Background: an optimization exercise with open tools, aiming at small area, a short achievable clock period and few clock cycles per item. Do not read the settings as production practice.
At most, simulation tests tie the RTL to the original design; equivalence was not proved.
No functional check of the RTL was part of run 2.

==> flow/design.v, too long to show whole: its modules and the start of the top module <==
// module srgen: 3359 lines
// module srgen_ao21: 8 lines
// module srgen_an2: 7 lines
// module srgen_fa: 10 lines
module srgen (
    input  wire        clk,
    input  wire        rst,
    input  wire        cfg_valid,
    output wire        cfg_ready,
    input  wire [63:0] cfg_key,
    input  wire [31:0] cfg_site,
    input  wire [31:0] cfg_step,
    output reg         out_valid,
    input  wire        out_ready,
    output reg  [63:0] out_word
);
  // ...
==> flow/flow/run.sh <==
#!/bin/bash
# The standard layout (standard.sh) with the resizer's setup repair aiming
# for slack well above zero at the design's clock period; the SDC is the standard flow's,
# unchanged. Ports are buffered with buf_2 rather than the smallest buffer.
export SETUP_SLACK_MARGIN=20.9
export BUFFER_PORTS_ARGS="-buffer_cell sky130_fd_sc_hd__buf_2"
bash standard.sh > standard_flow.log 2>&1
==> flow/standard.sh <==
#!/bin/bash
# synth_recipe.tcl (not shown) runs the flow's synth.tcl, then flattens the netlist and writes it again
# the make line also repeats each setting of config.mk as NAME=value (left out here)
make -C /OpenROAD-flow-scripts/flow DESIGN_CONFIG=/design/flow/config.mk WORK_HOME=/design/flow/orfs CLKGATE_MAP_FILE= SYNTH_SCRIPT=/design/flow/synth_recipe.tcl "${@:-finish}"
==> flow/config.mk <==
export PLATFORM = sky130hd
export DESIGN_NAME = srgen
export DESIGN_NICKNAME = srgen
export VERILOG_FILES = /design/flow/design.v
export SDC_FILE = /design/flow/constraint.sdc
export NUM_CORES = 4
export LEC_CHECK = 0
export CAP_MARGIN = 40
export CORE_MARGIN = 2
export CORE_UTILIZATION = 55
export PLACE_DENSITY = 0.72
export SLEW_MARGIN = 50
export SYNTH_HIERARCHICAL = 1
export SYNTH_MINIMUM_KEEP_SIZE = 0
==> flow/constraint.sdc <==
create_clock -name core_clock -period 28.0 [get_ports {clk}]
set_input_delay 5.6000 -clock core_clock [delete_from_list [all_inputs] [get_ports {clk}]]
set_output_delay 5.6000 -clock core_clock [all_outputs]
set_load 0.01 [all_outputs]
==> results.yml, run 1 <==
status:
  outcome: "complete, no violations"
synthesis:
  post_synth.cell_area_avg_sq_um: 12.3
  syn-cell-area_sq_um: 50400
  synth-adder-area-share: 0.599
  synth_compound_area_frac: 0.104
  synth_top_area_cell: "fa_1"
  synth_top_area_share: 0.559
  postSynthNetCount: 5802
  synth.top_cells.by_count: "fa_1, inv_1, nand2_1"
  ys_async_sr_fraction: 0
worst_hold_path:
  worst_min_delay_path_category: "flop to flop"
  worst_hold_path.num_cells: 2
sta:
  layout_min_cycle_time_ns: 7.06
  tns_ns: 0
  finalHoldWorstSlack_ns: 0.475
detailed_routing:
  antenna_violating_nets_post_route: 0
  first_iter_violations: 4905
grt:
  gr-usage-met1: 0.566
  met3_demand_to_capacity_share_in_global_routing: 0.157
  grt_overflow: 0
  number_of_global_route_vias_before_repair: 40300
die:
  taps: 1186
  design.core.area_sq_um: 91200
clocking:
  clock_sinks: 267
  tritoncts.num_buffers: 35
  cts_post_setup_buffers_inserted: 92
  post_cts_hold_buffer_count: 0
  cts_resized: 181
critical_path:
  critPathRequiredTime_ns: 28.44
  critPathCaptureType: "flop"
  path_class: "input pin to flop"
  worst_path_largest_cell_delay_ns: 0.33
final_layout:
  seq_share: 0.105
  non_clock_buffer_area_share: 0.0682
  layout.non_clock_inverters: 275
  clkCellAreaFrac: 0.0200
  largestClassByArea: "multi-input gates"
  most-common-layout-cells: "fa_1, buf_4, nand2_1"
  antenna_cells: 1
  flow.area_growth_from_synthesis_pct: 15.3
  n_fill_cell: 7017
Testbench counts, summed over its fixed seeds: cycles 13,025, items 10,457.
==> run 2, diff against run 1 <==
--- a/flow/design.v
+++ b/flow/design.v
@@ -19,18 +19,19 @@
     reg  [63:0] tphi;
     reg  [63:0] zin;
     reg  [63:0] mid;
     wire idle = ~|ph;
     wire start = idle & cfg_valid;
     assign cfg_ready = ph[2];
     wire adv = ~out_valid | out_ready;
     wire sync = run & ~rwd & ~rpl;    
-    wire [63:0] a1 = zin ^ (zin >> 30);
-    wire [63:0] na1 = ~a1;
+    wire [63:0] a1, na1;
+    srgen_xs30 u_xs30 (.z(zin), .y(a1));
+    srgen_xs30n u_xs30n (.z(zin), .y(na1));
     wire sa_1;
 srgen_an2 u_sa_1 (.a(cfg_site[1]), .b(cfg_site[0]), .y(sa_1));
     wire sa_2;
 srgen_an2 u_sa_2 (.a(cfg_site[3]), .b(cfg_site[2]), .y(sa_2));
     wire sa_3;
 srgen_an2 u_sa_3 (.a(cfg_site[5]), .b(cfg_site[4]), .y(sa_3));
     wire sa_4;
 srgen_an2 u_sa_4 (.a(cfg_site[6]), .b(cfg_site[5]), .y(sa_4));
@@ -3352,16 +3353,28 @@
             rpl <= rwd & ~start;
             if (start) run <= 1'b0;
             else if (ph[6]) run <= 1'b1;
             if (sync & ~start) out_valid <= 1'b1;
             else out_valid <= out_valid & ~out_ready & ~ph[2];
         end
     end
 endmodule
+module srgen_xs30 (
+    input  wire [63:0] z,
+    output wire [63:0] y
+);
+    assign y = z ^ (z >> 30);
+endmodule
+module srgen_xs30n (
+    input  wire [63:0] z,
+    output wire [63:0] y
+);
+    assign y = ~(z ^ (z >> 30));
+endmodule
 module srgen_ao21 (
     input  wire a,
     input  wire b,
     input  wire c,
     output wire y
 );
     assign y = a | (b & c);
 endmodule
==> results.yml, run 2 <==
critical_path:
  timing.reg2reg.worst_path_depth: 20
  crit_chain: "buf_8 > inv_4 > fa_1 > fa_1 > fa_1 > fa_1 > fa_1 > fa_1 > ha_1 > nand4_1 > or4_1 > a2111o_1 > nand2_2 > a31oi_4 > xnor2_2 > xnor2_4 > and3_1 > nor4_1 > a211oi_1 > a21oi_1"
  crit_top_cell: "fa_1"
  cpMaxStageDelayCell: "xnor2_2"
  r2r-start: "mid[3]$_DFF_P_"
  critPathRequiredTime_ns: 28.56
  worst_path_largest_cell_delay_ns: 0.60
  number_of_buffer_and_inverter_stages_on_the_critical_path: 2
  path_class: "flop to flop"
  crit_path_max_fanout: 14
  timing.critical_path.from_type: "flop"
  critPathCaptureType: "flop"
  setup.reg_to_reg.worst_slack_ns: 20.88
  critical_path_arrival_ns: 7.68
  cpLargestDelayFamily: "adder cells"
  regToRegEndpoint: "zin[0]$_DFF_P_"
grt:
  grt_antenna_before_repair: 5
  grt_util_all_layers: 0.434
  grt_start_max_net_pins: 67
  grt_overflow: 0
  first_pass_grt_wire_length_mm: 286
  number_of_global_route_vias_before_repair: 40600
synthesis:
  syn-cell-area_sq_um: 50600
  post_synth.cell_area_avg_sq_um: 12.1
  synth_cells: 4196
  ys_warn_count: 7
  postSynthNetCount: 5896
place:
  place_hpwl_mm: 158
  placer_congestion: 1.08
  numPortBuffers: 197
detailed_routing:
  antenna_violating_nets_post_route: 0
  number_of_optimization_iterations_in_the_first_detailed_route_pass: 6
  detailroute.via_count: 38100
  wl_per_cell_microns: 34.4
  first_iter_violations: 4587
  drt_drc_violations_left: 0
  drt_wl_total_mm: 199
  vias_per_cell: 6.58
die:
  die_width_microns: 307
  chip_height_microns: 307
  design.core.area_sq_um: 91400
  initial_utilization: 0.553
  boundary_pins: 198
  fp.dieArea_sq_um: 94400
  total_number_of_placement_rows: 111
final_layout:
  antenna_cells: 0
  drive_above_1_share: 0.192
  final_common_cell: "fa_1"
  most-common-layout-cells: "fa_1, nand2_1, buf_4"
  regs_by_ff_count: "mid (64), out_word (64), zin (64)"
  design.final.nets: 6290
  flow.area_growth_from_synthesis_pct: 14.8
clocking:
  post_cts_hold_buffer_count: 0
  cts.htree.levels: 1
  clock_sinks: 267
  clk-insertion-delay-late_ns: 0.64
  cts-root-to-sink-buffers: 3
  cts.clk_slew.worst_paths_ns: 0.07
  tritoncts: "built"
  clk_root_buffer_cell: "clkbuf_16"
  tritoncts.num_buffers: 31
sta:
  max_freq_mhz: 140
  final-hold-violation-count: 0
  max-slew-margin-rel: 0.470
  unrepaired_setup_endpoints_after_global_routing: "true"
  timing_worst_slew_pin_value_ns: 0.789
  layout_min_cycle_time_ns: 7.12
  tns_ns: 0
  finalHoldWorstSlack_ns: 0.549
  maxSlewViolCount: 0
  worst_case_clock_skew_ns: 0.0247
  final_min_period_over_clock_period: 0.254
  setup-violations-final: 0
status:
  outcome: "complete, no violations"
run:
  max_cap_check_violation_count: 0
worst_hold_path:
  worst_min_delay_path_category: "flop to flop"
  endpoint_with_the_worst_hold_slack: "run$_SDFFE_PP0P_"
  worst_hold_path.num_cells: 2
  holdCritStartpoint: "run$_SDFFE_PP0P_"
[run 2: worst max path at each step]
stage | depth (start not counted) | to | start
2_1_floorplan | 28 | zin[63]$_SDFF_PP1_ | ph[3]$_SDFF_PP0_
5_1_grt | 20 | zin[0]$_DFF_P_ | mid[1]$_DFF_P_
3_3_place_gp | 25 | zin[63]$_SDFF_PP1_ | ph[1]$_SDFF_PP0_
6_report | 20 | zin[0]$_DFF_P_ | mid[3]$_DFF_P_
4_1_cts | 25 | zin[63]$_SDFF_PP1_ | ph[2]$_SDFF_PP0_
3_5_place_dp | 25 | zin[63]$_SDFF_PP1_ | ph[3]$_SDFF_PP0_
[run 2: per-layer routing]
layer / global-route usage / wire length (microns) / vias up
li1: - / - / 14700
met1: 0.562 / 69500 / 19500
met2: 0.626 / 84600 / 3147
met3: 0.155 / 28400 / 780
met4: 0.268 / 16900 / 10
met5: 0 / 62 / -
[run 2: repair_timing]
item                                    in CTS  in global routing
endpoints found under the setup margin     151                 78
gates cloned                                 1                  1
pin swaps                                   22                 36
gates resized for setup                    146                186
setup buffers                               73                 70
[run 2: stage by stage]
| stage | worst slack (ns) | cell area, sq um | std cells | util |
|---|---|---|---|---|
| after floorplan | 20.70 | 50600 | 4196 | - |
| after global placement | 19.46 | 53900 | 5595 | 0.590 |
| after detailed placement | 19.30 | 54300 | 5598 | 0.594 |
| after CTS | 20.78 | 56700 | 5730 | 0.621 |
| after global routing | 20.77 | 58100 | 5801 | 0.636 |
| final | 20.88 | 58100 | 5801 | 0.636 |
[run 2: worst register-to-register path, stage by stage (launching register included)]
cell,delay [ns]
dfxtp_1,0.34
buf_8,0.25
inv_4,0.19
fa_1,0.47
fa_1,0.40
fa_1,0.40
fa_1,0.39
fa_1,0.41
fa_1,0.38
ha_1,0.38
nand4_1,0.14
or4_1,0.54
a2111o_1,0.49
nand2_2,0.12
a31oi_4,0.15
xnor2_2,0.60
xnor2_4,0.28
and3_1,0.27
nor4_1,0.58
a211oi_1,0.12
a21oi_1,0.17
[run 2: layout make-up]
type                       count  area, sq um
clock buffer                  35          832
clock inverter                23          314
fill                        7073        33300
inverter                     253         1080
multi-input combinational   3542        44700
sequential                   267         6080
tap                         1186         1480
timing repair buffer         495         3630

[afterwards: timing with drivers on the ports]
No port has a modelled driver above. Below, the same layouts with a new extraction and two added sets of constraints.
Step 1: set_driving_cell puts a clkbuf_16 on clk and a buf_2 on each other input, an assumption about the parent block.
Step 2, shift: input delay + t, output delay - t, t = (earliest + latest rising clock arrival at the registers) / 2. This alone moves slack from input paths to output paths.
Three values: ideal, step 1, step 2; two values: the first two.
run	t, ns	setup slack, ns	worst setup path after step 2	latest minus earliest clock arrival (ns)	worst slew at a driven data input, ns
run 1	0.623	20.939 / 20.899 / 20.276	input to register	0.030 / 0.030	0.11
run 2	0.691	20.876 / 20.876 / 20.293	input to register	0.030 / 0.031	0.17
After both steps setup and hold are still met in every run listed. For run 1, which loses most, drivers alone change the setup slack by -0.040 ns; drivers and shift together by -0.663 ns.
